This is an optimization exercise on Yosys and OpenROAD, whose aim is small area and a short achievable clock period, not a production implementation. Where RTL was checked, it was by simulation tests only, not by an equivalence proof against the original. Function not checked in run 6: the RTL went through the layout flow alone. Power and IR drop assume default switching activity.

==> flow/design.v <==
module sett_blkchk (
    input  wire         clk,
    input  wire         rst,           
    input  wire         in_valid,
    input  wire         in_write,      
    input  wire [2:0]   in_idx,
    input  wire [73:0]  in_wword,
    input  wire [591:0] in_block,      
    input  wire [7:0]   in_rowchk,
    input  wire [73:0]  in_colchk,
    output reg          out_valid,
    output reg  [73:0]  out_word,      
    output reg  [591:0] out_block,     
    output reg  [7:0]   out_rowchk,    
    output reg  [73:0]  out_colchk,
    output reg          out_corr,      
    output reg          out_chkfix,    
    output reg          out_uncorr,    
    output reg  [2:0]   out_err_word,  
    output reg  [6:0]   out_err_bit    
);
    localparam W  = 74;    
    localparam NW = 8;     
    localparam POISON = 73;
    integer i, c, k;
    localparam TW = 25;     
    reg [7:0]  p_row_a;     
    reg [7:0]  p_row_b;     
    reg [7:0]  p_row_c;     
    reg [73:0] p_col;       
    always @* begin
        for (i = 0; i < NW; i = i + 1) begin
            p_row_a[i] = ^in_block[W*i +: TW];
            p_row_b[i] = ^in_block[W*i + TW +: TW];
            p_row_c[i] = ^in_block[W*i + 2*TW +: W - 2*TW];
        end
        for (c = 0; c < W; c = c + 1) begin
            p_col[c] = 1'b0;
            for (i = 0; i < NW; i = i + 1)
                p_col[c] = p_col[c] ^ in_block[W*i + c];
        end
    end
    reg          s1_valid;
    reg          s1_write;
    reg  [7:0]   s1_isel;     
    reg  [7:0]   s1_wsel;     
    reg  [73:0]  s1_wword;
    reg          s1_wpar;     
    reg  [591:0] s1_block;
    reg  [7:0]   s1_row_a;
    reg  [7:0]   s1_row_b;
    reg  [7:0]   s1_row_c;
    reg  [7:0]   s1_rowchk;
    reg  [73:0]  col_par;
    reg  [73:0]  col_fail;
    always @(posedge clk) begin
        if (rst)
            s1_valid <= 1'b0;
        else
            s1_valid <= in_valid;
        s1_write <= in_write;
        for (i = 0; i < NW; i = i + 1) begin
            s1_isel[i] <= in_idx == i;
            s1_wsel[i] <= in_write && in_idx == i;
        end
        s1_wword  <= in_wword;
        s1_wpar   <= ^in_wword;
        s1_block  <= in_block;
        s1_row_a  <= p_row_a;
        s1_row_b  <= p_row_b;
        s1_row_c  <= p_row_c;
        s1_rowchk <= in_rowchk;
        col_par   <= p_col;
        col_fail  <= p_col ^ in_colchk;
    end
    wire [7:0] row_fail = s1_row_a ^ s1_row_b ^ s1_row_c ^ s1_rowchk;
    reg [2:0] row_hi, row_lo;
    reg [6:0] col_hi, col_lo;
    always @* begin
        for (k = 0; k < 3; k = k + 1) begin
            row_hi[k] = 1'b0;
            row_lo[k] = 1'b0;
            for (i = 0; i < NW; i = i + 1)
                if ((i >> k) & 1) row_hi[k] = row_hi[k] | row_fail[i];
                else              row_lo[k] = row_lo[k] | row_fail[i];
        end
        for (k = 0; k < 7; k = k + 1) begin
            col_hi[k] = 1'b0;
            col_lo[k] = 1'b0;
            for (c = 0; c < W; c = c + 1)
                if ((c >> k) & 1) col_hi[k] = col_hi[k] | col_fail[c];
                else              col_lo[k] = col_lo[k] | col_fail[c];
        end
    end
    wire row_any  = row_hi[0] | row_lo[0];
    wire col_any  = col_hi[0] | col_lo[0];
    wire row_many = |(row_hi & row_lo);
    wire col_many = |(col_hi & col_lo);
    wire row_one  = row_any & ~row_many;
    wire col_one  = col_any & ~col_many;
    wire do_corr   = row_one & col_one;
    wire do_chkfix = (row_one & ~col_any) | (~row_any & col_one);
    wire do_uncorr = row_many | col_many;
    wire [7:0] row_flip = {NW{do_corr}} & row_fail;
    wire [7:0] poison   = {NW{do_uncorr}} & (row_fail | {NW{~row_any}});
    wire [7:0] pz_new   = poison & ~{s1_block[W*7 + POISON], s1_block[W*6 + POISON],
                                     s1_block[W*5 + POISON], s1_block[W*4 + POISON],
                                     s1_block[W*3 + POISON], s1_block[W*2 + POISON],
                                     s1_block[W*1 + POISON], s1_block[W*0 + POISON]};
    reg [7:0]   wsel;       
    reg [591:0] wr_block;   
    reg [7:0]   flip_row;   
    reg [7:0]   pois_row;   
    reg [591:0] new_block;
    always @* begin
        wsel = s1_wsel;
        for (i = 0; i < NW; i = i + 1)
            wr_block[W*i +: W] = wsel[i] ? s1_wword : s1_block[W*i +: W];
        flip_row = row_flip & ~wsel;
        pois_row = poison & ~wsel;
        for (i = 0; i < NW; i = i + 1) begin
            for (c = 0; c < W; c = c + 1)
                new_block[W*i + c] = wr_block[W*i + c] ^ (flip_row[i] & col_fail[c]);
            new_block[W*i + POISON] = new_block[W*i + POISON] | pois_row[i];
        end
    end
    reg [73:0] idx_word;    
    reg        idx_fail;    
    reg [73:0] fix_word;    
    reg [7:0]  new_row;
    reg [73:0] new_col;
    reg        keep;        
    always @* begin
        idx_word = 74'd0;
        for (i = 0; i < NW; i = i + 1)
            idx_word = idx_word | ({W{s1_isel[i]}} & s1_block[W*i +: W]);
        idx_fail = |(s1_isel & row_fail);
        fix_word = (s1_write ? s1_wword : idx_word)
                 ^ ({W{do_corr & idx_fail & ~s1_write}} & col_fail);
        fix_word[POISON] = fix_word[POISON] | (|(s1_isel & poison) & ~s1_write);
        for (i = 0; i < NW; i = i + 1)
            new_row[i] = wsel[i] ? s1_wpar
                       : s1_rowchk[i] ^ (row_fail[i] & ~do_corr) ^ pz_new[i];
        keep = ~(s1_write & idx_fail);
        for (c = 0; c < W; c = c + 1)
            new_col[c] = col_par[c] ^ (s1_write & (idx_word[c] ^ s1_wword[c]))
                       ^ (do_corr & keep & col_fail[c]);
        new_col[POISON] = new_col[POISON] ^ (^(pz_new & ~wsel));
    end
    always @(posedge clk) begin
        if (rst)
            out_valid <= 1'b0;
        else
            out_valid <= s1_valid;
        out_word     <= fix_word;
        out_block    <= new_block;
        out_rowchk   <= new_row;
        out_colchk   <= new_col;
        out_corr     <= do_corr;
        out_chkfix   <= do_chkfix;
        out_uncorr   <= do_uncorr;
        out_err_word <= row_hi;
        out_err_bit  <= col_hi;
    end
endmodule
==> flow/flow/run.sh <==
#!/bin/bash
# Own flow: the standard ORFS layout with a few extra make settings:
# - port buffers use a plain buffer instead of the default delay-buffer cell,
# - CTS does not add dummy loads,
# - synthesis buffers are removed at floorplan instead of a timing repair there,
# - the timing repairs after CTS and global routing aim for extra setup slack
#   on the worst endpoints (the SDC is unchanged).
set -euo pipefail
EXTRA="'BUFFER_PORTS_ARGS=-buffer_cell sky130_fd_sc_hd__buf_1' 'CTS_ARGS=-sink_clustering_enable -repair_clock_nets -dont_use_dummy_load -sink_clustering_size 20 -sink_clustering_max_diameter 80' REMOVE_ABC_BUFFERS=1 SETUP_SLACK_MARGIN=10.8 TNS_END_PERCENT=10 'PLACE_PINS_ARGS=-min_distance 1 -min_distance_in_tracks'"
sed "s|\"\${@:-finish}\"|$EXTRA \"\${@:-finish}\"|" standard.sh > own_standard.sh
bash own_standard.sh > own_standard.log 2>&1
==> flow/standard.sh <==
#!/bin/bash
# synth_recipe.tcl (not shown) runs the flow's synth.tcl, then flattens the netlist and writes it again
# the make line also repeats each setting of config.mk as NAME=value (left out here)
make -C /OpenROAD-flow-scripts/flow DESIGN_CONFIG=/design/flow/config.mk WORK_HOME=/design/flow/orfs CLKGATE_MAP_FILE= SYNTH_SCRIPT=/design/flow/synth_recipe.tcl "${@:-finish}"
==> flow/config.mk <==
export PLATFORM = sky130hd
export DESIGN_NAME = sett_blkchk
export DESIGN_NICKNAME = sett_blkchk
export VERILOG_FILES = /design/flow/design.v
export SDC_FILE = /design/flow/constraint.sdc
export NUM_CORES = 4
export LEC_CHECK = 0
export CAP_MARGIN = 60
export CORE_AREA = 2.3 2.72 397.7 397.28
export DIE_AREA = 0 0 400 400
export PLACE_DENSITY = 0.65
export SLEW_MARGIN = 60
==> flow/constraint.sdc <==
create_clock -name core_clock -period 15.0 [get_ports {clk}]
set_input_delay 3.0000 -clock core_clock [delete_from_list [all_inputs] [get_ports {clk}]]
set_output_delay 3.0000 -clock core_clock [all_outputs]
set_load 0.01 [all_outputs]
==> results.json, run 1 <==
{
  "post_synth_top_cells": "1627 x sky130_fd_sc_hd__dfxtp_1, 1149 x sky130_fd_sc_hd__xnor2_1, 980 x sky130_fd_sc_hd__xor2_1",
  "combinational_family_with_the_most_area_after_synthesis": "XOR/XNOR gates",
  "timing_worst_slew_pin_value_ns": 0.686,
  "grt_start_max_net_pins": 43,
  "postSynthRegisterBits": 1627,
  "slew_headroom_pct": 54.3,
  "die_w_um": 400,
  "effective_utilization_at_floorplan_pct": 43.1,
  "synth_top_flop_cell": "sky130_fd_sc_hd__dfxtp_1",
  "finalPower_mw": 11.7,
  "ff2ff_setup_slack_ns": 10.77,
  "post-dp-hpwl_um": 236000,
  "critical_path.reg2reg.startpoint": "col_fail[41]",
  "count_of_clock_tree_sinks": 1627,
  "cts_tree": "yes",
  "drt_pre_antenna_iters": 7,
  "synthTopCellsByArea": "sky130_fd_sc_hd__dfxtp_1 48%, sky130_fd_sc_hd__xnor2_1 15%, sky130_fd_sc_hd__xor2_1 13%",
  "synth-adder-area-share_pct": 0.0149,
  "cts_hold_buffers": 0,
  "slowest_delay_ns": 0.58,
  "post_synth_mux_area_share_pct": 9.85,
  "rows": 145,
  "layout_worst_path_cycle_share_pct": 29.0,
  "drt_iter0_drc": 6911,
  "synth_largest_area_cell": "sky130_fd_sc_hd__dfxtp_1",
  "cts_buf_count": 103,
  "dieArea_sq_um": 160000,
  "wl_met3_um": 38400,
  "path_class": "in2reg",
  "asyncSetResetFlopFracSynth_pct": 0,
  "power.ir.vdd_worst_mv": 0.118,
  "final.hold.worst_slack_ns": 0.452,
  "final_hold_vios": 0,
  "static-leakage-power_nw": 28.2,
  "post-route-worst-setup-slack_ns": 10.64,
  "cap_viol_max_count": 0,
  "cp_slowest_cell": "sky130_fd_sc_hd__xnor2_1",
  "drcViolationCount": 0,
  "boundaryPins": 1517,
  "cp_cell_sequence": "buf_1 > xnor2_1 > xnor2_1 > xnor2_1 > xnor2_1 > xnor2_1",
  "reg2regPathDepth": 13,
  "hold_class": "reg2reg",
  "final_core_util_pct": 51.8,
  "yosys.area_share.simple_pct": 6.96,
  "nature_of_the_critical_path_startpoint": "primary input",
  "setup_repair_after_global_routing_missed_its_margin": "true",
  "synth-edff-count": 0,
  "placement.setup.worst_slack_ns": 9.74,
  "maxUsedRoutingLayer": "met5",
  "crit_path_max_fanout": 3,
  "yosysWarnings": 1,
  "finalNetCount": 8402,
  "antenna_left": 0,
  "setup_violations": 0,
  "yosys.area_share.xor_xnor_pct": 28.2,
  "timing.clock.skew_ns": 0.0720,
  "synthCells": 6301,
  "routed_wirelength_um": 330000,
  "root_buffer": "sky130_fd_sc_hd__clkbuf_16",
  "layout.filler_cells": 14100,
  "vias": 55900,
  "drive_above_1_share_pct": 15.2,
  "h-tree-depth": 3,
  "grt_first_pass_wirelength_um": 437000,
  "yosys.cell_types.count": 53,
  "route.detailed.wl_per_inst_um": 33.8,
  "synth_sequential_area_ratio_pct": 48.5,
  "synth-compound-area-share_pct": 4.09,
  "area_delta_synth_final_pct": 20.1,
  "grt_usage_pct": 39.7,
  "via_count_of_the_first_global_routing_pass": 53700,
  "fp.dieH_um": 400,
  "met2_wirelength_um": 140000,
  "gpl.final_weighted_congestion": 1.04,
  "critical_path.most_common_cell": "sky130_fd_sc_hd__xnor2_1",
  "met1Wirelength_um": 120000,
  "synthesis.area_sq_um": 67200,
  "cts.clk_slew.worst_paths_ns": 0.08,
  "tns_ns": 0,
  "hold_start": "s1_valid",
  "grt_antenna_before_repair": 113,
  "post-synth-top-count-cell": "sky130_fd_sc_hd__dfxtp_1",
  "worst_hold_path.endpoint": "out_valid",
  "worst_hold_path.num_cells": 1,
  "critical_path_at_ns": 4.95,
  "worst_skew_pair.late_latency_ns": 0.75,
  "status": "complete, no violations",
  "tmin_final_ns": 4.36,
  "design.core.area_sq_um": 156000,
  "io_buffer_count": 1516,
  "reg2reg_end": "out_block[150]",
  "grt-ovfl-total": 0,
  "cts_buffer_depth": 3,
  "required_ns": 15.59,
  "power_density_nw_per_um2": 145,
  "synth.avg_cell_area_sq_um": 10.7,
  "maxSlewViolCount": 0,
  "achievable-frequency_mhz": 230,
  "cp-end-kind": "flip-flop",
  "synth_top_cell_area_share_pct": 48.5,
  "drt-vias-per-instance": 5.71
}
## worst max-delay path: cells and delay by family
| family | cells | cell delay (ns) |
|---|---|---|
| xor gates and xnor gates | 5 | 1.79 |
| buffers and inverters | 1 | 0.15 |
## registers in the layout (all words and copies together) (netlist names), 7 cells and up
signal / count
s1_block: 592
s1_row_c: 8
col_par: 74
out_block: 592
s1_row_b: 8
col_fail: 74
s1_wsel: 8
s1_wword: 74
out_word: 74
s1_isel: 8
s1_row_a: 8
out_rowchk: 8
out_colchk: 74
out_err_bit: 7
s1_rowchk: 8
## layout make-up
class | instances | area, sq um | share of cell area [%]
diodes | 77 | 193 | 0.239
flip-flops and latches | 1627 | 33200 | 41.1
clock buffers | 103 | 2580 | 3.19
repair buffers | 1622 | 8440 | 10.5
well taps | 2058 | 2570 | 3.19
inverters | 14 | 65.1 | 0.0806
multi-input cells | 4279 | 33700 | 41.7
## report_power, final
part	total (mW)	switching (mW)	internal, mW
combinational	3.28	1.94	1.34
sequential	5.76	0.816	4.94
clock	2.70	1.49	1.21
## worst max path at each step
| stage | end | cells after the start | slack [ns] | from |
|---|---|---|---|---|
| 2_1_floorplan | out_word[73] | 8 | 7.08 | s1_isel[4] |
| 3_3_place_gp | s1_wpar | 8 | 9.29 | in_wword[25] |
| 3_5_place_dp | s1_wpar | 8 | 9.74 | in_wword[60] |
| 4_1_cts | out_colchk[6] | 1 | 10.71 | out_colchk[6] |
| 5_1_grt | out_block[269] | 1 | 10.64 | out_block[269] |
| 6_report | s1_row_a[3] | 6 | 10.64 | in_block[228] |
## per-stage QoR
step / instances / area (sq um)
2_1_floorplan: 5920 / 65600
3_3_place_gp: 9568 / 74600
3_5_place_dp: 9584 / 75500
4_1_cts: 9687 / 79900
5_1_grt: 9756 / 80600
6_report: 9780 / 80700
## cells by family (layout without fill, tap and decap cells)
kind of cell | after synthesis | after routing
xor gates and xnor gates | 2145 | 2145
and+or+nand+nor | 1097 | 1097
DFF | 1627 | 1627
adders and majority gates | 1 | 1
muxes | 661 | 661
buffers and inverters | 395 | 1739
other | 0 | 77
AOI/OAI and AO/OA | 375 | 375
## what timing repair did
item,in CTS,in global routing
gates cloned,0,3
endpoints found under the setup margin,933,940
pin swaps,8,11
gates resized for setup,969,49
endpoints found under the hold margin,0,0
buffers inserted,0,11
## routing by layer
| layer | GRT usage, % | up-vias |
|---|---|---|
| li1 | - | 23100 |
| met1 | 47.6 | 27000 |
| met3 | 13.2 | 1383 |
| met2 | 58.2 | 4254 |
| met5 | 1.66 | - |
| met4 | 31.2 | 92 |
## layout by cell type (no fill, tap or decap), types with 19 or more instances in the layout
master and n:
sky130_fd_sc_hd__buf_1 1007, sky130_fd_sc_hd__nor3_1 19, sky130_fd_sc_hd__dfxtp_2 296, sky130_fd_sc_hd__nand4_1 90
sky130_fd_sc_hd__nand2_1 867, sky130_fd_sc_hd__xnor2_1 1107, sky130_fd_sc_hd__xnor2_2 36, sky130_fd_sc_hd__xor2_1 975
sky130_fd_sc_hd__a21oi_1 26, sky130_fd_sc_hd__buf_6 117, sky130_fd_sc_hd__buf_4 40, sky130_fd_sc_hd__diode_2 77
sky130_fd_sc_hd__nor2_1 35, sky130_fd_sc_hd__clkbuf_16 106, sky130_fd_sc_hd__mux2i_1 661, sky130_fd_sc_hd__buf_2 403
sky130_fd_sc_hd__buf_8 25, sky130_fd_sc_hd__a22oi_1 297, sky130_fd_sc_hd__nor4_1 23, sky130_fd_sc_hd__dfxtp_1 1273
sky130_fd_sc_hd__dfxtp_4 58
==> run 2: changes to the inputs <==
--- a/flow/design.v
+++ b/flow/design.v
@@ -46,5 +46,5 @@
     reg  [7:0]   s1_wsel;     
     reg  [73:0]  s1_wword;
-    reg          s1_wpar;     
+    reg  [2:0]   s1_wpar;     
     reg  [591:0] s1_block;
     reg  [7:0]   s1_row_a;
@@ -65,5 +65,5 @@
         end
         s1_wword  <= in_wword;
-        s1_wpar   <= ^in_wword;
+        s1_wpar   <= {^in_wword[W-1:2*TW], ^in_wword[2*TW-1:TW], ^in_wword[TW-1:0]};
         s1_block  <= in_block;
         s1_row_a  <= p_row_a;
@@ -140,5 +140,5 @@
         fix_word[POISON] = fix_word[POISON] | (|(s1_isel & poison) & ~s1_write);
         for (i = 0; i < NW; i = i + 1)
-            new_row[i] = wsel[i] ? s1_wpar
+            new_row[i] = wsel[i] ? ^s1_wpar
                        : s1_rowchk[i] ^ (row_fail[i] & ~do_corr) ^ pz_new[i];
         keep = ~(s1_write & idx_fail);
--- a/flow/config.mk
+++ b/flow/config.mk
@@ -7,6 +7,6 @@
 export LEC_CHECK = 0
 export CAP_MARGIN = 60
-export CORE_AREA = 2.3 2.72 397.7 397.28
-export DIE_AREA = 0 0 400 400
-export PLACE_DENSITY = 0.65
+export CORE_AREA = 2.3 2.72 377.7 377.28
+export DIE_AREA = 0 0 380 380
+export PLACE_DENSITY = 0.72
 export SLEW_MARGIN = 60
==> run 2 against run 1 <==
Net effect:
- still clean on timing, DRC and antenna
- combinational power barely moved
- die area fell by 9.8%
- cell count is 1.7% lower
- sequential share of layout area shrank 0.088 points
- routed wire length decreased by 6.2%
- cell area is 0.54% lower
- setup slack got worse by 0.0086 ns
- first-iteration DRC count decreased by 0.55%
- non-clock buffer count rose by 43
- critical path depth is the same
- clock power decreased by 2%
- largest power group unchanged
- highest routed layer unchanged
==> results.json, run 2 <==
{
  "grt_usage_pct": 41.0,
  "cts_tree": "yes",
  "cts_hold_buffers": 0,
  "worst_skew_pair.late_latency_ns": 0.74,
  "clkPwrFrac_pct": 22.8,
  "crit_path_max_fanout": 3,
  "final_core_util_pct": 57.4,
  "cts_buffer_depth": 3,
  "achievable-frequency_mhz": 229,
  "combPwrFrac_pct": 28.5,
  "timing_worst_slew_pin_value_ns": 0.629,
  "rows": 137,
  "postSynthRegisterBits": 1629,
  "setup_violations": 0,
  "root_buffer": "sky130_fd_sc_hd__clkbuf_16",
  "io_buffer_count": 1516,
  "setup_repair_after_global_routing_missed_its_margin": "true",
  "synth_top_cell_area_share_pct": 48.6,
  "most-common-layout-cells": "1476 x sky130_fd_sc_hd__dfxtp_1, 1243 x sky130_fd_sc_hd__buf_1, 1108 x sky130_fd_sc_hd__xnor2_1, 982 x sky130_fd_sc_hd__xor2_1, 845 x sky130_fd_sc_hd__nand2_1",
  "yosysWarnings": 1,
  "grt_first_pass_wirelength_um": 416000,
  "netSwitchingFraction_pct": 35.9,
  "grt-ovfl-total": 0,
  "post-synth-top-count-cell": "sky130_fd_sc_hd__dfxtp_1",
  "cp_slowest_cell": "sky130_fd_sc_hd__xnor2_1",
  "worst_hold_path.num_cells": 1,
  "stdcell_area_sq_um": 80200,
  "drive_above_1_share_pct": 9.82,
  "asyncSetResetFlopFracSynth_pct": 0,
  "vias": 55000,
  "required_ns": 15.57,
  "synthesis.area_sq_um": 67200,
  "dieArea_sq_um": 144000,
  "design.core.area_sq_um": 140000,
  "drt_pre_antenna_iters": 8,
  "placement.setup.worst_slack_ns": 9.81,
  "stdcell_count": 9611,
  "synthTopCellsByArea": "sky130_fd_sc_hd__dfxtp_1 49%, sky130_fd_sc_hd__xnor2_1 15%, sky130_fd_sc_hd__xor2_1 13%",
  "registers_with_the_highest_flip_flop_counts": "out_block (592), s1_block (592)",
  "fp.dieH_um": 380,
  "drcViolationCount": 0,
  "boundaryPins": 1517,
  "timing.clock.skew_ns": 0.0596,
  "synth-edff-count": 0,
  "seq_power_share_pct": 48.7,
  "route.detailed.wl_per_inst_um": 32.2,
  "die_w_um": 380,
  "internal_power_mw": 7.42,
  "critical_path_at_ns": 4.93,
  "final_hold_vios": 0,
  "drt-vias-per-instance": 5.73,
  "tmin_final_ns": 4.36,
  "synth_largest_area_cell": "sky130_fd_sc_hd__dfxtp_1",
  "finalNetCount": 8427,
  "critical_path.most_common_cell": "sky130_fd_sc_hd__xnor2_1",
  "routed_wirelength_um": 310000,
  "synth_sequential_area_ratio_pct": 48.6,
  "effective_utilization_at_floorplan_pct": 48.0,
  "met1Wirelength_um": 113000,
  "cts.clk_slew.worst_paths_ns": 0.09,
  "met2_wirelength_um": 129000,
  "antenna_left": 0,
  "synth.avg_cell_area_sq_um": 10.7,
  "yosys.cell_types.count": 57,
  "maxUsedRoutingLayer": "met5",
  "cp-end-kind": "flip-flop",
  "hold_class": "reg2reg",
  "place.detailed.instances": 9405,
  "slowest_delay_ns": 0.53,
  "via_count_of_the_first_global_routing_pass": 53100,
  "drt_iter0_drc": 6873,
  "area_delta_synth_final_pct": 19.5,
  "static-leakage-power_nw": 27.5,
  "h-tree-depth": 3,
  "slew_headroom_pct": 57.7,
  "placement.cell_area_sq_um": 75600,
  "grt_start_max_net_pins": 46,
  "synth_top_flop_cell": "sky130_fd_sc_hd__dfxtp_1",
  "power_switching_mw": 4.15,
  "worstPathBufferInverterCount": 1,
  "post_synth_top_cells": "1629 x sky130_fd_sc_hd__dfxtp_1, 1140 x sky130_fd_sc_hd__xnor2_1, 984 x sky130_fd_sc_hd__xor2_1",
  "power_density_nw_per_um2": 144,
  "post-route-worst-setup-slack_ns": 10.64,
  "synthCells": 6295,
  "status": "complete, no violations",
  "wl_met3_um": 39300,
  "tns_ns": 0,
  "cts_buf_count": 99,
  "final.hold.worst_slack_ns": 0.447,
  "cap_viol_max_count": 0,
  "cp_cell_sequence": "buf_1 > xnor2_1 > xnor2_1 > xnor2_1 > xnor2_1 > xnor2_1",
  "grt_antenna_before_repair": 116,
  "count_of_clock_tree_sinks": 1629,
  "layout.cells.most_common": "sky130_fd_sc_hd__dfxtp_1",
  "gpl.final_weighted_congestion": 1.04,
  "timing.critical_path.depth": 6,
  "maxSlewViolCount": 0,
  "post-dp-hpwl_um": 222000,
  "finalPower_mw": 11.6,
  "worst_path_dominant_cell_family": "XOR/XNOR gates",
  "nature_of_the_critical_path_startpoint": "primary input",
  "path_class": "in2reg",
  "layout_worst_path_cycle_share_pct": 29.1,
  "power.ir.vdd_worst_mv": 0.106,
  "reg2regPathDepth": 12
}
[run 2: per-layer routing]
| metal | vias up | GRT usage [%] |
|---|---|---|
| met5 | - | 0.959 |
| met4 | 88 | 31.3 |
| met3 | 1183 | 15.8 |
| met2 | 4196 | 59.2 |
| met1 | 26400 | 48.8 |
| li1 | 23200 | - |
[run 2: area by class of cell]
| class | instances | area, sq um |
|---|---|---|
| Antenna cell | 65 | 163 |
| Sequential cell | 1629 | 32900 |
| Clock buffer | 99 | 2480 |
| Timing Repair Buffer | 1665 | 8850 |
| Multi-Input combinational cell | 4269 | 33500 |
| Inverter | 8 | 30.0 |
| Fill cell | 12200 | 59600 |
| Tap cell | 1876 | 2350 |
[run 2: path summary, 6_finish.rpt]
check                        end           from  slack (ns)
setup / recovery     s1_row_a[3]  in_block[229]       10.64
hold / removal         out_valid       s1_valid        0.45
setup reg to reg  out_block[431]    col_fail[3]       10.80
hold reg to reg        out_valid       s1_valid        0.45
[run 2: cells by family after synthesis]
| family | share of synthesized area [%] |
|---|---|
| simple gates | 6.76 |
| flops | 48.6 |
| compound gates | 4.34 |
| buf+inv | 2.47 |
| mux | 9.81 |
| xor+xnor | 28.1 |
[run 2: power by group through the flow]
stage | clock network [mW] | registers, mW | logic [mW]
5_1_grt | 2.78 | 5.67 | 3.41
3_3_place_gp | 0 | 5.66 | 2.94
3_5_place_dp | 0 | 5.67 | 3.04
4_1_cts | 2.64 | 5.58 | 3.08
6_report | 2.64 | 5.64 | 3.30
2_1_floorplan | 0 | 5.55 | 1.62
[run 2: worst register-to-register path: cells and delay by family (launching register included)]
| family | cells | cell delay (ns) |
|---|---|---|
| xor+xnor | 1 | 0.37 |
| buf+inv | 2 | 0.65 |
| flops | 1 | 0.42 |
| compound gates | 1 | 0.17 |
| simple gates | 8 | 2.46 |
[run 2: timing repair]
action,in CTS,in global routing
pin swaps,2,4
resized for setup,166,494
cloned,6,6
endpoints found under the setup margin,1491,1177
buffers inserted,12,13
==> run 3: changes to the inputs <==
==> flow/flow/run.sh (replaced) <==
#!/bin/bash
# Own flow: the standard ORFS layout with a few extra make settings:
# - port buffers use a plain buffer instead of the default delay-buffer cell,
# - CTS does not add dummy loads,
# - synthesis buffers are removed at floorplan instead of a timing repair there,
# - the timing repairs after CTS and global routing aim for extra setup slack
#   on the worst endpoints (the SDC is unchanged).
set -euo pipefail
EXTRA="'BUFFER_PORTS_ARGS=-buffer_cell sky130_fd_sc_hd__buf_1' 'CTS_ARGS=-sink_clustering_enable -repair_clock_nets -dont_use_dummy_load -sink_clustering_size 25 -sink_clustering_max_diameter 90' REMOVE_ABC_BUFFERS=1 SETUP_SLACK_MARGIN=10.8 TNS_END_PERCENT=10 'PLACE_PINS_ARGS=-min_distance 1 -min_distance_in_tracks'"
sed "s|\"\${@:-finish}\"|$EXTRA \"\${@:-finish}\"|" standard.sh > own_standard.sh
bash own_standard.sh > own_standard.log 2>&1
==> run 3 against run 2 <==
Net effect:
- synthesized cell count unchanged
- routed wire length increased by 1.4%
- area after synthesis unchanged
- utilization decreased by 0.58 points
- register-to-register slack got worse by 0.03 ns
- sequential power about the same
- die area unchanged
==> results.json, run 3 <==
{
  "worst_hold_path.num_cells": 1,
  "cap_viol_max_count": 0,
  "yosys.cell_types.count": 57,
  "synth_top_cell_area_share_pct": 48.6,
  "root_buffer": "sky130_fd_sc_hd__clkbuf_16",
  "worstSetupStartpoint": "in_block[466]",
  "boundaryPins": 1517,
  "count_of_clock_tree_sinks": 1629,
  "nature_of_the_critical_path_startpoint": "primary input",
  "layout.cells.most_common": "sky130_fd_sc_hd__dfxtp_1",
  "synthCells": 6295,
  "fp.dieH_um": 380,
  "routed_wirelength_um": 314000,
  "drive_above_1_share_pct": 8.77,
  "area_delta_synth_final_pct": 18.3,
  "critical_path_at_ns": 4.94,
  "ff2ff_setup_slack_ns": 10.77,
  "dieArea_sq_um": 144000,
  "worst_hold_path.endpoint": "out_valid",
  "worst_skew_pair.late_latency_ns": 0.74,
  "setup_repair_after_global_routing_missed_its_margin": "true",
  "drt_pre_antenna_iters": 6,
  "most-common-layout-cells": "1527 x sky130_fd_sc_hd__dfxtp_1, 1263 x sky130_fd_sc_hd__buf_1, 1109 x sky130_fd_sc_hd__xnor2_1, 979 x sky130_fd_sc_hd__xor2_1, 846 x sky130_fd_sc_hd__nand2_1",
  "post-dp-hpwl_um": 222000,
  "synthesis.area_sq_um": 67200,
  "cts.clk_slew.worst_paths_ns": 0.09,
  "antenna_left": 0,
  "effective_utilization_at_floorplan_pct": 48.0,
  "synth_largest_area_cell": "sky130_fd_sc_hd__dfxtp_1",
  "final_hold_vios": 0,
  "asyncSetResetFlopFracSynth_pct": 0,
  "timing.clock.skew_ns": 0.0737,
  "power.ir.vdd_worst_mv": 0.101,
  "synthTopCellsByArea": "sky130_fd_sc_hd__dfxtp_1 49%, sky130_fd_sc_hd__xnor2_1 15%, sky130_fd_sc_hd__xor2_1 13%",
  "stdcell_area_sq_um": 79400,
  "route.detailed.wl_per_inst_um": 32.7,
  "grt_start_max_net_pins": 46,
  "io_buffer_count": 1516,
  "post_synth_top_cells": "1629 x sky130_fd_sc_hd__dfxtp_1, 1140 x sky130_fd_sc_hd__xnor2_1, 984 x sky130_fd_sc_hd__xor2_1",
  "hold_start": "s1_valid",
  "vias": 55100,
  "static-leakage-power_nw": 27.1,
  "final.hold.worst_slack_ns": 0.448,
  "path_class": "in2reg",
  "grt_usage_pct": 40.9,
  "layout_worst_path_cycle_share_pct": 29.4,
  "drt-vias-per-instance": 5.74,
  "drcViolationCount": 0,
  "cts_buffer_depth": 3,
  "finalNetCount": 8416,
  "power_density_nw_per_um2": 142,
  "synth_top_flop_cell": "sky130_fd_sc_hd__dfxtp_1",
  "cts_tree": "yes",
  "die_w_um": 380,
  "registers_with_the_highest_flip_flop_counts": "out_block (592), s1_block (592)",
  "achievable-frequency_mhz": 226,
  "drt_iter0_drc": 7261,
  "placement.cell_area_sq_um": 75600,
  "gpl.final_weighted_congestion": 1.04,
  "cts_buf_count": 78,
  "hold_class": "reg2reg",
  "maxSlewViolCount": 0,
  "yosysWarnings": 1,
  "setup_violations": 0,
  "timing_worst_slew_pin_value_ns": 0.654,
  "critical_path.reg2reg.startpoint": "col_fail[0]",
  "slew_headroom_pct": 56.1,
  "cts_hold_buffers": 0,
  "cp-end-kind": "flip-flop",
  "via_count_of_the_first_global_routing_pass": 53100,
  "reg2reg_end": "out_block[347]",
  "grt_first_pass_wirelength_um": 415000,
  "synth_sequential_area_ratio_pct": 48.6,
  "h-tree-depth": 3,
  "crit_path_max_fanout": 3,
  "grt_antenna_before_repair": 116,
  "postSynthRegisterBits": 1629,
  "tmin_final_ns": 4.42,
  "post-synth-top-count-cell": "sky130_fd_sc_hd__dfxtp_1",
  "synth.avg_cell_area_sq_um": 10.7,
  "rows": 137,
  "synth-edff-count": 0,
  "reg2regPathDepth": 14,
  "finalPower_mw": 11.3,
  "layout.filler_cells": 12300,
  "status": "complete, no violations",
  "design.core.area_sq_um": 140000,
  "grt-ovfl-total": 0,
  "required_ns": 15.52,
  "tns_ns": 0
}
==> run 3: worst max-delay path: stages <==
cell	delay [ns]
sky130_fd_sc_hd__buf_1	0.34
sky130_fd_sc_hd__xnor2_1	0.25
sky130_fd_sc_hd__xnor2_1	0.39
sky130_fd_sc_hd__xnor2_1	0.19
sky130_fd_sc_hd__xnor2_1	0.20
sky130_fd_sc_hd__xnor2_1	0.57
==> run 3: area by class of cell <==
type	instances	area (sq um)	area share [%]
repair buffers	1675	8650	10.9
multi-input cells	4269	33500	42.1
diodes	67	168	0.211
inverters	8	30.0	0.0378
clock buffers	78	1950	2.46
flip-flops and latches	1629	32800	41.3
well taps	1876	2350	2.95
==> run 3: worst max-delay path by stage <==
stage,end,slack (ns),cells after the start
after floorplan,out_block[370],7.41,10
after global placement,out_colchk[14],8.20,12
after detailed placement,out_block[176],9.81,13
after CTS,out_block[157],10.70,1
after global routing,out_block[479],10.65,1
final,s1_row_a[6],10.58,6
==> run 3: report_power, final <==
| group | total (mW) | switching [mW] | internal (mW) |
|---|---|---|---|
| sequential | 5.63 | 0.697 | 4.93 |
| combinational | 3.27 | 1.98 | 1.29 |
| clock | 2.35 | 1.42 | 0.935 |
==> run 3: routing by layer <==
metal  GRT usage (%)  vias up  wire length [um]
met5           0.992        -               801
met4            31.1      102             28600
met3            15.7     1181             40700
met2            59.1     4228            131000
met1            48.8    26400            114000
li1                -    23100                 -
==> run 3: cell families (layout without fill, tap and decap cells) <==
| kind of cell | after synthesis | in the layout | synth area share, % |
|---|---|---|---|
| simple gates | 1074 | 1075 | 6.76 |
| mux | 658 | 658 | 9.81 |
| flops | 1629 | 1629 | 48.6 |
| buf+inv | 398 | 1761 | 2.47 |
| other cells | 0 | 67 | 0 |
| compound gates | 401 | 401 | 4.34 |
| xor+xnor | 2135 | 2135 | 28.1 |
==> run 3: repair_timing <==
| item | 4_1_cts | 5_1_grt |
|---|---|---|
| buffers inserted | 12 | 15 |
| setup endpoints to repair | 1487 | 1382 |
| pin swaps | 3 | 8 |
| gates resized for setup | 325 | 72 |
| cloned | 6 | 15 |
==> run 3: per-stage QoR <==
stage	setup slack [ns]	std cells	utilization, %
final	10.58	9602	56.8
after detailed placement	9.81	9405	54.0
after CTS	10.70	9501	56.0
after global placement	8.20	9359	53.0
after floorplan	7.41	5905	-
after global routing	10.65	9585	56.8
==> run 4: changes to the inputs <==
--- a/flow/design.v
+++ b/flow/design.v
@@ -46,5 +46,5 @@
     reg  [7:0]   s1_wsel;     
     reg  [73:0]  s1_wword;
-    reg  [2:0]   s1_wpar;     
+    reg          s1_wpar;     
     reg  [591:0] s1_block;
     reg  [7:0]   s1_row_a;
@@ -65,5 +65,5 @@
         end
         s1_wword  <= in_wword;
-        s1_wpar   <= {^in_wword[W-1:2*TW], ^in_wword[2*TW-1:TW], ^in_wword[TW-1:0]};
+        s1_wpar   <= ^in_wword;
         s1_block  <= in_block;
         s1_row_a  <= p_row_a;
@@ -140,5 +140,5 @@
         fix_word[POISON] = fix_word[POISON] | (|(s1_isel & poison) & ~s1_write);
         for (i = 0; i < NW; i = i + 1)
-            new_row[i] = wsel[i] ? ^s1_wpar
+            new_row[i] = wsel[i] ? s1_wpar
                        : s1_rowchk[i] ^ (row_fail[i] & ~do_corr) ^ pz_new[i];
         keep = ~(s1_write & idx_fail);
==> run 4 against run 3 <==
Net effect:
- worst hold slack improved by 0.019 ns
- sequential share of layout area up 0.36 points
- largest power group unchanged
- die area unchanged
- clock skew down 0.014 ns
- critical path depth grew 2
- critical path type unchanged
==> results.json, run 4 <==
{
  "effective_utilization_at_floorplan_pct": 48.0,
  "drt_iter0_drc": 7034,
  "stdcell_count": 9566,
  "placement.cell_area_sq_um": 75500,
  "grt-ovfl-total": 0,
  "registers_with_the_highest_flip_flop_counts": "out_block (592), s1_block (592)",
  "synthesis.area_sq_um": 67200,
  "worst_skew_pair.late_latency_ns": 0.74,
  "post_synth_top_cells": "1627 x sky130_fd_sc_hd__dfxtp_1, 1149 x sky130_fd_sc_hd__xnor2_1, 980 x sky130_fd_sc_hd__xor2_1",
  "post-synth-top-count-cell": "sky130_fd_sc_hd__dfxtp_1",
  "via_count_of_the_first_global_routing_pass": 53300,
  "post-route-worst-setup-slack_ns": 10.68,
  "yosys.cell_types.count": 53,
  "finalNetCount": 8376,
  "boundaryPins": 1517,
  "cts_tree": "yes",
  "synth_top_cell_area_share_pct": 48.5,
  "fp.dieH_um": 380,
  "path_class": "in2reg",
  "most-common-layout-cells": "1437 x sky130_fd_sc_hd__dfxtp_1, 1212 x sky130_fd_sc_hd__buf_1, 1115 x sky130_fd_sc_hd__xnor2_1, 977 x sky130_fd_sc_hd__xor2_1, 867 x sky130_fd_sc_hd__nand2_1",
  "stdcell_area_sq_um": 78900,
  "cts.clk_slew.worst_paths_ns": 0.10,
  "layout_worst_path_cycle_share_pct": 28.8,
  "vias": 55100,
  "area_delta_synth_final_pct": 17.5,
  "design.core.area_sq_um": 140000,
  "timing_worst_slew_pin_value_ns": 0.689,
  "status": "complete, no violations",
  "synth_sequential_area_ratio_pct": 48.5,
  "synth-edff-count": 0,
  "cts_buffer_depth": 3,
  "tmin_final_ns": 4.32,
  "drt_pre_antenna_iters": 13,
  "nature_of_the_critical_path_startpoint": "primary input",
  "yosysWarnings": 1,
  "drcViolationCount": 0,
  "setup_repair_after_global_routing_missed_its_margin": "true",
  "power.ir.vdd_worst_mv": 0.0919,
  "io_buffer_count": 1516,
  "root_buffer": "sky130_fd_sc_hd__clkbuf_16",
  "grt_start_max_net_pins": 46,
  "multiInputGateArea_sq_um": 33600,
  "grt_first_pass_wirelength_um": 422000,
  "cts_hold_buffers": 0,
  "tns_ns": 0,
  "grt_usage_pct": 41.7,
  "routed_wirelength_um": 316000,
  "drt-vias-per-instance": 5.76,
  "die_w_um": 380,
  "hold_class": "reg2reg",
  "cts_buf_count": 77,
  "cap_viol_max_count": 0,
  "h-tree-depth": 3,
  "grt_antenna_before_repair": 115,
  "critical_path_at_ns": 4.88,
  "layout.filler_cells": 12300,
  "cp-end-kind": "flip-flop",
  "synth.avg_cell_area_sq_um": 10.7,
  "final_core_util_pct": 56.4,
  "placement.setup.worst_slack_ns": 9.94,
  "dieArea_sq_um": 144000,
  "asyncSetResetFlopFracSynth_pct": 0,
  "drive_above_1_share_pct": 9.95,
  "rows": 137,
  "count_of_clock_tree_sinks": 1627,
  "post-dp-hpwl_um": 230000,
  "postSynthRegisterBits": 1627,
  "required_ns": 15.57,
  "antenna_left": 0,
  "synthCells": 6301,
  "achievable-frequency_mhz": 232,
  "timing.clock.skew_ns": 0.0599,
  "crit_path_max_fanout": 2,
  "final_hold_vios": 0,
  "maxSlewViolCount": 0,
  "setup_violations": 0,
  "static-leakage-power_nw": 27.2,
  "synthTopCellsByArea": "sky130_fd_sc_hd__dfxtp_1 48%, sky130_fd_sc_hd__xnor2_1 15%, sky130_fd_sc_hd__xor2_1 13%",
  "final.hold.worst_slack_ns": 0.467,
  "finalPower_mw": 11.2,
  "route.detailed.wl_per_inst_um": 33.0,
  "gpl.final_weighted_congestion": 1.12,
  "power_density_nw_per_um2": 142,
  "synth_top_flop_cell": "sky130_fd_sc_hd__dfxtp_1",
  "final-seq-area_sq_um": 32900,
  "slew_headroom_pct": 54.0,
  "place.detailed.instances": 9406,
  "layout.cells.most_common": "sky130_fd_sc_hd__dfxtp_1",
  "synth_largest_area_cell": "sky130_fd_sc_hd__dfxtp_1"
}
-- run 4: cell count changes after synthesis, moves of 10 or more --
cell / previous run / this run
sky130_fd_sc_hd__or4_1: 14 / 0
sky130_fd_sc_hd__buf_4: 28 / 0
sky130_fd_sc_hd__o21ai_0: 31 / 8
sky130_fd_sc_hd__nand2_1: 847 / 867
sky130_fd_sc_hd__buf_2: 44 / 28
sky130_fd_sc_hd__o21a_1: 10 / 0
sky130_fd_sc_hd__clkbuf_1: 207 / 236
-- run 4: cell type report --
class / instances / area share [%]
inverters: 14 / 0.0825
well taps: 1876 / 2.97
multi-input cells: 4279 / 42.5
flip-flops and latches: 1627 / 41.7
repair buffers: 1622 / 10.0
diodes: 71 / 0.225
clock buffers: 77 / 2.44
-- run 4: worst max-delay path, cell delays in order --
cell	delay [ns]
sky130_fd_sc_hd__buf_1	0.46
sky130_fd_sc_hd__xnor2_4	0.22
sky130_fd_sc_hd__xnor2_1	0.18
sky130_fd_sc_hd__xnor2_1	0.38
sky130_fd_sc_hd__xnor2_1	0.17
sky130_fd_sc_hd__xnor2_1	0.20
sky130_fd_sc_hd__xnor2_1	0.17
sky130_fd_sc_hd__xnor2_1	0.09
-- run 4: worst paths after layout --
check	start	endpoint	slack, ns	cells past startpoint
setup / recovery	in_wword[42]	s1_wpar	10.68	8
hold / removal	s1_valid	out_valid	0.47	1
setup reg to reg	col_fail[57]	out_block[313]	10.81	12
hold reg to reg	s1_valid	out_valid	0.47	1
-- run 4: kinds of logic after synthesis --
logic type,Yosys count,synth area share [%]
AO/OA/AOI/OAI,375,4.09
AND/OR/NAND/NOR,1097,6.96
adder cells (fa/ha/maj),1,0.0149
flip-flops,1627,48.5
XOR/XNOR,2145,28.2
buffers and inverters,395,2.36
multiplexers,661,9.85
-- run 4: power breakdown --
| part | internal [mW] | switching (mW) | leakage, nW | total (mW) |
|---|---|---|---|---|
| registers | 4.93 | 0.827 | 13.7 | 5.76 |
| clock network | 0.924 | 1.41 | 0.949 | 2.34 |
| logic | 1.26 | 1.86 | 12.5 | 3.12 |
| total | 7.12 | 4.09 | 27.2 | 11.2 |
-- run 4: timing repair --
action	4_1_cts	5_1_grt
cloned	0	4
pin swaps	0	3
hold endpoints to repair	0	0
setup endpoints to repair	951	1080
resized for setup	432	77
buffers inserted	0	5
-- run 4: per-layer routing --
layer,vias to the layer above,routed length (um),global-route usage [%]
li1,23100,-,-
met1,26500,117000,50.6
met2,4184,131000,59.7
met3,1216,40300,16.2
met4,98,27300,30.4
met5,-,664,1.26
==> run 5: changes to the inputs <==
==> flow/flow/run.sh (replaced) <==
#!/bin/bash
# Own flow: the standard ORFS layout with a few extra make settings:
# - port buffers use a plain buffer instead of the default delay-buffer cell,
# - CTS does not add dummy loads,
# - synthesis buffers are removed at floorplan instead of a timing repair there,
# - the timing repairs after CTS and global routing aim for extra setup slack
#   on the worst endpoints (the SDC is unchanged).
set -euo pipefail
EXTRA="'BUFFER_PORTS_ARGS=-buffer_cell sky130_fd_sc_hd__buf_1' 'CTS_ARGS=-sink_clustering_enable -repair_clock_nets -dont_use_dummy_load -sink_clustering_size 25 -sink_clustering_max_diameter 90' REMOVE_ABC_BUFFERS=1 SETUP_SLACK_MARGIN=10.8 TNS_END_PERCENT=0 'PLACE_PINS_ARGS=-min_distance 1 -min_distance_in_tracks'"
sed "s|\"\${@:-finish}\"|$EXTRA \"\${@:-finish}\"|" standard.sh > own_standard.sh
bash own_standard.sh > own_standard.log 2>&1
==> run 5 against run 4 <==
Net effect:
- clock skew decreased by 0.0023 ns
- critical path depth unchanged
- cell count about the same
- area after synthesis unchanged
- total power decreased by 0.20%
- critical path type unchanged
- still clean on timing, DRC and antenna
==> results.json, run 5 <==
{
  "required_ns": 15.62,
  "placement.setup.worst_slack_ns": 9.94,
  "most-common-layout-cells": "1439 x sky130_fd_sc_hd__dfxtp_1, 1214 x sky130_fd_sc_hd__buf_1, 1120 x sky130_fd_sc_hd__xnor2_1, 977 x sky130_fd_sc_hd__xor2_1, 867 x sky130_fd_sc_hd__nand2_1",
  "slew_headroom_pct": 55.7,
  "place.detailed.instances": 9406,
  "clkPwrFrac_pct": 20.9,
  "die_w_um": 380,
  "timing.clock.skew_ns": 0.0576,
  "postSynthRegisterBits": 1627,
  "timing_worst_slew_pin_value_ns": 0.664,
  "combPwrFrac_pct": 27.7,
  "grt_first_pass_wirelength_um": 422000,
  "gpl.final_weighted_congestion": 1.12,
  "registers_with_the_highest_flip_flop_counts": "out_block (592), s1_block (592)",
  "root_buffer": "sky130_fd_sc_hd__clkbuf_16",
  "synth_top_flop_cell": "sky130_fd_sc_hd__dfxtp_1",
  "cap_viol_max_count": 0,
  "dieArea_sq_um": 144000,
  "cp-end-kind": "flip-flop",
  "power.ir.vdd_worst_mv": 0.0917,
  "drt-vias-per-instance": 5.73,
  "vias": 54800,
  "drt_pre_antenna_iters": 12,
  "boundaryPins": 1517,
  "status": "complete, no violations",
  "route.detailed.wl_per_inst_um": 32.8,
  "netSwitchingFraction_pct": 36.5,
  "via_count_of_the_first_global_routing_pass": 53300,
  "post_synth_top_cells": "1627 x sky130_fd_sc_hd__dfxtp_1, 1149 x sky130_fd_sc_hd__xnor2_1, 980 x sky130_fd_sc_hd__xor2_1",
  "final.hold.worst_slack_ns": 0.470,
  "crit_path_max_fanout": 2,
  "grt_usage_pct": 41.7,
  "synthTopCellsByArea": "sky130_fd_sc_hd__dfxtp_1 48%, sky130_fd_sc_hd__xnor2_1 15%, sky130_fd_sc_hd__xor2_1 13%",
  "worst_skew_pair.late_latency_ns": 0.74,
  "cts_buf_count": 77,
  "tns_ns": 0,
  "drive_above_1_share_pct": 9.71,
  "placement.cell_area_sq_um": 75500,
  "static-leakage-power_nw": 27.1,
  "power_switching_mw": 4.09,
  "grt_antenna_before_repair": 124,
  "post-dp-hpwl_um": 230000,
  "design.core.area_sq_um": 140000,
  "setup_repair_after_global_routing_missed_its_margin": "true",
  "h-tree-depth": 3,
  "post-route-worst-setup-slack_ns": 10.61,
  "stdcell_area_sq_um": 78600,
  "io_buffer_count": 1516,
  "yosysWarnings": 1,
  "routed_wirelength_um": 313000,
  "stdcell_count": 9563,
  "internal_power_mw": 7.10,
  "rows": 137,
  "asyncSetResetFlopFracSynth_pct": 0,
  "layout.cells.most_common": "sky130_fd_sc_hd__dfxtp_1",
  "maxSlewViolCount": 0,
  "grt-ovfl-total": 0,
  "nature_of_the_critical_path_startpoint": "primary input",
  "achievable-frequency_mhz": 228,
  "cts_hold_buffers": 0,
  "finalNetCount": 8367,
  "layout_worst_path_cycle_share_pct": 29.3,
  "tmin_final_ns": 4.39,
  "count_of_clock_tree_sinks": 1627,
  "synthesis.area_sq_um": 67200,
  "synth_largest_area_cell": "sky130_fd_sc_hd__dfxtp_1",
  "power_density_nw_per_um2": 142,
  "post-synth-top-count-cell": "sky130_fd_sc_hd__dfxtp_1",
  "final_hold_vios": 0,
  "cts_tree": "yes",
  "synth_top_cell_area_share_pct": 48.5,
  "cts.clk_slew.worst_paths_ns": 0.10,
  "grt_start_max_net_pins": 46,
  "antenna_left": 0,
  "cts_buffer_depth": 3,
  "area_delta_synth_final_pct": 17.1,
  "synthCells": 6301,
  "synth-edff-count": 0,
  "setup_violations": 0,
  "yosys.cell_types.count": 53,
  "path_class": "in2reg",
  "seq_power_share_pct": 51.5,
  "synth.avg_cell_area_sq_um": 10.7,
  "drt_iter0_drc": 7016,
  "final_core_util_pct": 56.2,
  "layout.filler_cells": 12300,
  "synth_sequential_area_ratio_pct": 48.5,
  "critical_path_at_ns": 5.02,
  "finalPower_mw": 11.2,
  "fp.dieH_um": 380,
  "effective_utilization_at_floorplan_pct": 48.0,
  "drcViolationCount": 0,
  "hold_class": "reg2reg"
}
## run 5: changes by cell type in the layout (fill, tap and decap cells not counted), sizes merged
cell	delta
clkbuf	-7
diode	+6
buf	-2
## run 5: area by class of cell
| class | count | area (sq um) | area share [%] |
|---|---|---|---|
| Timing Repair Buffer | 1613 | 7750 | 9.85 |
| Antenna cell | 77 | 193 | 0.245 |
| Clock buffer | 77 | 1930 | 2.45 |
| Inverter | 14 | 65.1 | 0.0827 |
| Sequential cell | 1627 | 32900 | 41.8 |
| Multi-Input combinational cell | 4279 | 33500 | 42.6 |
| Tap cell | 1876 | 2350 | 2.98 |
## run 5: cells by family after synthesis
| group | Yosys count | share of synthesized area, % |
|---|---|---|
| simple gates | 1097 | 6.96 |
| mux | 661 | 9.85 |
| xor+xnor | 2145 | 28.2 |
| compound gates | 375 | 4.09 |
| flops | 1627 | 48.5 |
| fa+ha+maj | 1 | 0.0149 |
| buf+inv | 395 | 2.36 |
## run 5: what timing repair did
| item | in CTS | in global routing |
|---|---|---|
| gates resized for setup | 425 | 61 |
| pin swaps | 0 | 1 |
| cloned | 0 | 1 |
| buffers inserted | 0 | 0 |
| endpoints found under the setup margin | 951 | 1080 |
## run 5: path summary, 6_finish.rpt
kind | from | end | slack (ns) | cells past startpoint
worst max-delay path | in_wword[44] | s1_wpar | 10.61 | 8
worst min-delay path | s1_valid | out_valid | 0.47 | 1
worst max register to register | s1_row_a[5] | out_block[313] | 10.75 | 11
worst min register to register | s1_valid | out_valid | 0.47 | 1
## run 5: layer usage
layer  part of all wire [%]  global-route usage [%]
met5                   0.25                    1.65
met4                    8.8                    30.5
met3                     13                    16.2
met1                     37                    50.5
met2                     41                    59.6
## run 5: power by group through the flow
stage | Clock (mW) | Combinational (mW) | Sequential [mW]
4_1_cts | 2.33 | 2.99 | 5.70
3_3_place_gp | 0 | 2.83 | 5.79
2_1_floorplan | 0 | 1.63 | 5.55
6_report | 2.33 | 3.10 | 5.76
5_1_grt | 2.47 | 3.22 | 5.78
3_5_place_dp | 0 | 2.93 | 5.79
## run 5: worst max-delay path, cell delays in order
cell and delay [ns]:
sky130_fd_sc_hd__buf_1 0.36, sky130_fd_sc_hd__xnor2_1 0.18, sky130_fd_sc_hd__xnor2_2 0.48, sky130_fd_sc_hd__xnor2_1 0.25
sky130_fd_sc_hd__xnor2_1 0.27, sky130_fd_sc_hd__xnor2_1 0.16, sky130_fd_sc_hd__xnor2_1 0.17, sky130_fd_sc_hd__xnor2_1 0.14
==> run 6: changes to the inputs <==
==> flow/design.v (replaced) <==
module sett_blkchk (
    input  wire         clk,
    input  wire         rst,           
    input  wire         in_valid,
    input  wire         in_write,      
    input  wire [2:0]   in_idx,
    input  wire [73:0]  in_wword,
    input  wire [591:0] in_block,      
    input  wire [7:0]   in_rowchk,
    input  wire [73:0]  in_colchk,
    output reg          out_valid,
    output reg  [73:0]  out_word,      
    output reg  [591:0] out_block,     
    output reg  [7:0]   out_rowchk,    
    output reg  [73:0]  out_colchk,
    output reg          out_corr,      
    output reg          out_chkfix,    
    output reg          out_uncorr,    
    output reg  [2:0]   out_err_word,  
    output reg  [6:0]   out_err_bit    
);
    localparam W  = 74;    
    localparam NW = 8;     
    localparam POISON = 73;
    integer i, c;
    reg [7:0]  row_par;     
    reg [73:0] col_par;     
    reg [7:0]  row_fail;
    reg [73:0] col_fail;
    always @* begin
        for (i = 0; i < NW; i = i + 1) begin
            row_par[i]  = ^in_block[W*i +: W];
            row_fail[i] = row_par[i] ^ in_rowchk[i];
        end
        for (c = 0; c < W; c = c + 1) begin
            col_par[c] = 1'b0;
            for (i = 0; i < NW; i = i + 1)
                col_par[c] = col_par[c] ^ in_block[W*i + c];
            col_fail[c] = col_par[c] ^ in_colchk[c];
        end
    end
    reg row_any, row_many, col_any, col_many;
    always @* begin
        row_any = 1'b0; row_many = 1'b0;
        for (i = 0; i < NW; i = i + 1) begin
            row_many = row_many | (row_any & row_fail[i]);
            row_any  = row_any | row_fail[i];
        end
        col_any = 1'b0; col_many = 1'b0;
        for (c = 0; c < W; c = c + 1) begin
            col_many = col_many | (col_any & col_fail[c]);
            col_any  = col_any | col_fail[c];
        end
    end
    wire row_one  = row_any & ~row_many;
    wire col_one  = col_any & ~col_many;
    wire do_corr   = row_one & col_one;
    wire do_chkfix = (row_one & ~col_any) | (~row_any & col_one);
    wire do_uncorr = row_many | col_many;
    wire [7:0]  row_flip = {NW{do_corr}} & row_fail;
    wire [73:0] col_flip = {W{do_corr}} & col_fail;
    wire [7:0]  poison   = {NW{do_uncorr}} & (row_fail | {NW{~row_any}});
    reg [73:0] idx_word;    
    reg [73:0] fix_word;    
    reg [7:0]  fix_row;     
    reg [73:0] fix_col;     
    reg        wpar;
    reg [7:0]  new_row;
    reg [73:0] new_col;
    reg        pz_col;
    always @* begin
        idx_word = in_block[W*in_idx +: W];
        fix_word = idx_word ^ ({W{row_flip[in_idx]}} & col_flip);
        fix_word[POISON] = fix_word[POISON] | poison[in_idx];
        pz_col = 1'b0;
        for (i = 0; i < NW; i = i + 1) begin
            fix_row[i] = row_par[i] ^ row_flip[i]
                       ^ (poison[i] & ~in_block[W*i + POISON]);
            pz_col = pz_col ^ (poison[i] & ~in_block[W*i + POISON]);
        end
        fix_col = col_par ^ col_flip;
        fix_col[POISON] = fix_col[POISON] ^ pz_col;
        wpar = ^in_wword;
        for (i = 0; i < NW; i = i + 1)
            new_row[i] = (in_write && in_idx == i) ? wpar : fix_row[i];
        new_col = fix_col ^ ({W{in_write}} & (fix_word ^ in_wword));
    end
    reg [2:0] loc_word;
    reg [6:0] loc_bit;
    always @* begin
        loc_word = 3'd0;
        for (i = 0; i < NW; i = i + 1)
            if (row_fail[i]) loc_word = i[2:0];
        loc_bit = 7'd0;
        for (c = 0; c < W; c = c + 1)
            if (col_fail[c]) loc_bit = c[6:0];
    end
    reg [591:0] r_block;
    reg [73:0]  r_wword;
    reg [7:0]   r_sel;        
    reg [7:0]   r_row_flip;
    reg [73:0]  r_col_flip;
    reg [7:0]   r_poison;
    always @(posedge clk) begin
        if (rst)
            out_valid <= 1'b0;
        else
            out_valid <= in_valid;
        r_block    <= in_block;
        r_wword    <= in_wword;
        for (i = 0; i < NW; i = i + 1)
            r_sel[i] <= in_write && in_idx == i;
        r_row_flip <= row_flip;
        r_col_flip <= col_flip;
        r_poison   <= poison;
        out_word   <= in_write ? in_wword : fix_word;
        out_rowchk <= new_row;
        out_colchk <= new_col;
        out_corr   <= do_corr;
        out_chkfix <= do_chkfix;
        out_uncorr <= do_uncorr;
        out_err_word <= loc_word;
        out_err_bit  <= loc_bit;
    end
    always @* begin
        for (i = 0; i < NW; i = i + 1) begin
            for (c = 0; c < W; c = c + 1)
                out_block[W*i + c] = r_sel[i] ? r_wword[c]
                                   : r_block[W*i + c] ^ (r_row_flip[i] & r_col_flip[c]);
            if (!r_sel[i] && r_poison[i])
                out_block[W*i + POISON] = 1'b1;
        end
    end
endmodule
==> flow/run.sh (new file) <==
#!/bin/bash
# synth_recipe.tcl (not shown) runs the flow's synth.tcl, then flattens the netlist and writes it again
# the make line also repeats each setting of config.mk as NAME=value (left out here)
make -C /OpenROAD-flow-scripts/flow DESIGN_CONFIG=/design/flow/config.mk WORK_HOME=/design/flow/orfs CLKGATE_MAP_FILE= SYNTH_SCRIPT=/design/flow/synth_recipe.tcl finish
--- a/flow/config.mk
+++ b/flow/config.mk
@@ -7,6 +7,6 @@
 export LEC_CHECK = 0
 export CAP_MARGIN = 60
-export CORE_AREA = 2.3 2.72 377.7 377.28
-export DIE_AREA = 0 0 380 380
-export PLACE_DENSITY = 0.72
+export CORE_MARGIN = 2
+export CORE_UTILIZATION = 20
+export PLACE_DENSITY = 0.3
 export SLEW_MARGIN = 60
removed: flow/flow/run.sh
removed: flow/standard.sh
==> run 6 against run 5 <==
Net effect:
- non-clock buffer count rose by 60
- setup slack got worse by 5.0 ns
- area after synthesis fell by 15%
==> results.json, run 6 <==
{
  "crit_path_max_fanout": 41,
  "synthesis.area_sq_um": 56800,
  "yosys.area_share.simple_pct": 13.2,
  "static-leakage-power_nw": 28.7,
  "route.detailed.wl_per_inst_um": 36.4,
  "synthCells": 6443,
  "grt_use_met3_pct": 5.85,
  "final_hold_vios": 0,
  "worst_path_dominant_cell_family": "simple AND/OR/NAND/NOR gates",
  "slew_headroom_pct": 54.7,
  "tns_ns": 0,
  "drt_pre_antenna_iters": 5,
  "worstPathBufferInverterCount": 4,
  "post-synth-top-count-cell": "sky130_fd_sc_hd__nand2_1",
  "yosys.area_share.xor_xnor_pct": 34.8,
  "synth-compound-area-share_pct": 8.31,
  "grt_first_pass_wirelength_um": 545000,
  "vias": 51900,
  "rows": 195,
  "register_containing_the_most_flip_flops_in_the_final_layout": "r_block",
  "grt-ovfl-total": 0,
  "grt_usage_pct": 28.6,
  "io_buffer_count": 1516,
  "grt_start_max_net_pins": 71,
  "combinational_family_with_the_most_area_after_synthesis": "XOR/XNOR gates",
  "cts.clk_slew.worst_paths_ns": 0.06,
  "drive_above_1_share_pct": 9.87,
  "drt-vias-per-instance": 4.44,
  "postCtsSetupBuffers": 0,
  "drt_iter0_drc": 3663,
  "setup_violations": 0,
  "grt_use_met2_pct": 49.7,
  "grt_antenna_before_repair": 127,
  "synth.avg_cell_area_sq_um": 8.82,
  "nature_of_the_critical_path_startpoint": "primary input",
  "drcViolationCount": 0,
  "placement.cell_area_sq_um": 77300,
  "antenna_left": 0,
  "hold_class": "in2reg",
  "synthTopCellsByArea": "sky130_fd_sc_hd__dfxtp_1 33%, sky130_fd_sc_hd__xnor2_1 20%, sky130_fd_sc_hd__xor2_1 10%",
  "cp-end-kind": "flip-flop",
  "finalNetCount": 8540,
  "achievable-frequency_mhz": 106,
  "synth-edff-count": 0,
  "yosys.cell_types.count": 75,
  "slowest_delay_ns": 0.70,
  "status": "complete, no violations",
  "asyncSetResetFlopFracSynth_pct": 0,
  "worst_hold_path.num_cells": 1,
  "postSynthRegisterBits": 934,
  "hold_start": "in_block[540]",
  "layout.cells.most_common": "sky130_fd_sc_hd__clkdlybuf4s50_1",
  "critical_path.most_common_cell": "sky130_fd_sc_hd__xnor2_1",
  "power.ir.vdd_worst_mv": 0.182,
  "cts_hold_buffers": 0,
  "dieArea_sq_um": 288000,
  "synth_largest_area_cell": "sky130_fd_sc_hd__dfxtp_1",
  "h-tree-depth": 4,
  "worst_hold_path.endpoint": "r_block[540]",
  "cts_tree": "yes",
  "fp.dieH_um": 537,
  "count_of_clock_tree_sinks": 934,
  "stdcell_area_sq_um": 82100,
  "area_delta_synth_final_pct": 44.6,
  "post_synth_top_cells": "1405 x sky130_fd_sc_hd__nand2_1, 1307 x sky130_fd_sc_hd__xnor2_1, 934 x sky130_fd_sc_hd__dfxtp_1",
  "effective_utilization_at_floorplan_pct": 20.1,
  "routed_wirelength_um": 425000,
  "layout_worst_path_cycle_share_pct": 62.8,
  "maxSlewViolCount": 0,
  "largest_register_ffs": 592,
  "grt_util_met1_pct": 36.3,
  "grt-busiest-layer": "met2",
  "power_density_nw_per_um2": 150,
  "cp_slowest_cell": "sky130_fd_sc_hd__nor4b_2",
  "post_synth_mux_area_share_pct": 7.33,
  "via_count_of_the_first_global_routing_pass": 51800,
  "tmin_final_ns": 9.43,
  "gpl.final_weighted_congestion": 0.838,
  "timing_worst_slew_pin_value_ns": 0.675,
  "boundaryPins": 1517,
  "yosysWarnings": 1,
  "critical_path_at_ns": 10.14,
  "most-common-layout-cells": "1450 x sky130_fd_sc_hd__clkdlybuf4s50_1, 1405 x sky130_fd_sc_hd__nand2_1, 1225 x sky130_fd_sc_hd__xnor2_1, 913 x sky130_fd_sc_hd__dfxtp_1, 660 x sky130_fd_sc_hd__xor2_1",
  "setup_repair_after_global_routing_missed_its_margin": "false",
  "cts_buffer_depth": 3,
  "root_buffer": "sky130_fd_sc_hd__clkbuf_16",
  "cp_cell_sequence": "clkdlybuf4s50_1 > xnor2_1 > xnor2_1 > xnor3_1 > nand4_1 > nor4b_2 > nand3b_4 > o41ai_1 > o21ai_1 > nor4_1 > nand4_1 > nor3_4 > buf_4 > buf_12 > buf_16 > nand4_2 > xnor2_2 > xnor2_1 > nand2_1 > xnor2_1",
  "synth-adder-area-share_pct": 0.0881,
  "cap_viol_max_count": 0,
  "synth_sequential_area_ratio_pct": 32.9,
  "synth_top_flop_cell": "sky130_fd_sc_hd__dfxtp_1",
  "design.core.area_sq_um": 282000,
  "die_w_um": 537,
  "required_ns": 15.72,
  "path_class": "in2reg",
  "cts_buf_count": 138,
  "count_of_cells_resized_by_post_cts_repair": 0,
  "post-dp-hpwl_um": 346000,
  "synth_top_cell_area_share_pct": 32.9
}
run 6: worst max-delay path by stage:
stage / startpoint / cells past startpoint / end / slack (ns)
floorplan: in_block[194] / 17 / out_colchk[5] / 8.04
global placement: in_block[453] / 19 / out_colchk[61] / 4.45
detailed placement: in_block[83] / 20 / out_colchk[61] / 4.68
CTS: in_block[83] / 20 / out_colchk[61] / 5.53
global route: in_block[83] / 20 / out_colchk[61] / 5.34
finish: in_block[83] / 20 / out_colchk[61] / 5.57
run 6: area by class of cell:
| type | count | area, sq um |
|---|---|---|
| sequential | 934 | 18800 |
| multi-input combinational | 5020 | 37000 |
| fill | 29600 | 200000 |
| timing repair buffer | 1673 | 17000 |
| antenna | 55 | 138 |
| clock inverter | 37 | 402 |
| inverter | 18 | 67.6 |
| clock buffer | 208 | 4140 |
| tap | 3743 | 4680 |
run 6: report_power, final:
group / internal (mW) / switching [mW]
Clock: 1.96 / 1.41
Sequential: 2.77 / 0.177
Combinational: 2.33 / 3.69
Total: 7.06 / 5.27
run 6: per-stage QoR:
| step | utilization [%] | power, mW | instances | hold WS [ns] | worst slack [ns] |
|---|---|---|---|---|---|
| 6_report | 29.1 | 12.3 | 11700 | 2.48 | 5.57 |
| 5_1_grt | 29.1 | 12.9 | 11700 | 2.43 | 5.34 |
| 4_1_cts | 29.0 | 12.5 | 11600 | 2.42 | 5.53 |
| 3_5_place_dp | 27.4 | 9.04 | 11400 | 3.31 | 4.68 |
| 3_3_place_gp | 26.8 | 8.94 | 11300 | 3.45 | 4.45 |
| 2_1_floorplan | - | 5.90 | 6443 | 3.03 | 8.04 |
run 6: cells by family (layout without fill, tap and decap cells):
group,count (synthesis),in the layout
AOI/OAI and AO/OA,901,901
xor gates and xnor gates,2087,2087
adders and majority gates,5,5
buffers and inverters,489,1936
DFF,934,934
muxes,230,230
other,0,55
and+or+nand+nor,1797,1797
run 6: per-layer routing:
layer / up-vias / wire length, um
li1: 23700 / -
met1: 25800 / 184000
met2: 1928 / 208000
met3: 397 / 24000
met4: 58 / 9320
met5: - / 376

-- port drivers added, routing unchanged --
The results above use ideal ports. As a check the final layouts listed here were re-extracted and re-timed, cells and wires unchanged. Step 1: set_driving_cell puts a clkbuf_16 on clk and a buf_2 on each other input, an assumption about the parent block. Step 2 times the ports against the registers' clock, not the clock port: input delays grow and output delays shrink by t, the midpoint of the rising clock arrivals with the driver on. a / b / c = ideal / step 1 / step 2; a / b = the first two.
run | shift t [ns] | slack for setup (ns) | latest minus earliest clock arrival (ns)
run 1 | 0.794 | 10.644 / 10.564 / 9.911 | 0.077 / 0.077
run 2 | 0.798 | 10.636 / 10.602 / 9.889 | 0.060 / 0.060
run 3 | 0.785 | 10.583 / 10.589 / 9.856 | 0.073 / 0.074
run 4 | 0.788 | 10.684 / 10.614 / 9.931 | 0.060 / 0.060
run 5 | 0.787 | 10.605 / 10.619 / 9.860 | 0.058 / 0.059
run 6 | 0.903 | 5.575 / 5.662 / 4.759 | 0.052 / 0.052
After both steps every run listed still meets setup and hold. The setup slack of run 6, which loses most, moves by +0.087 ns with the drivers and by -0.816 ns with both steps.
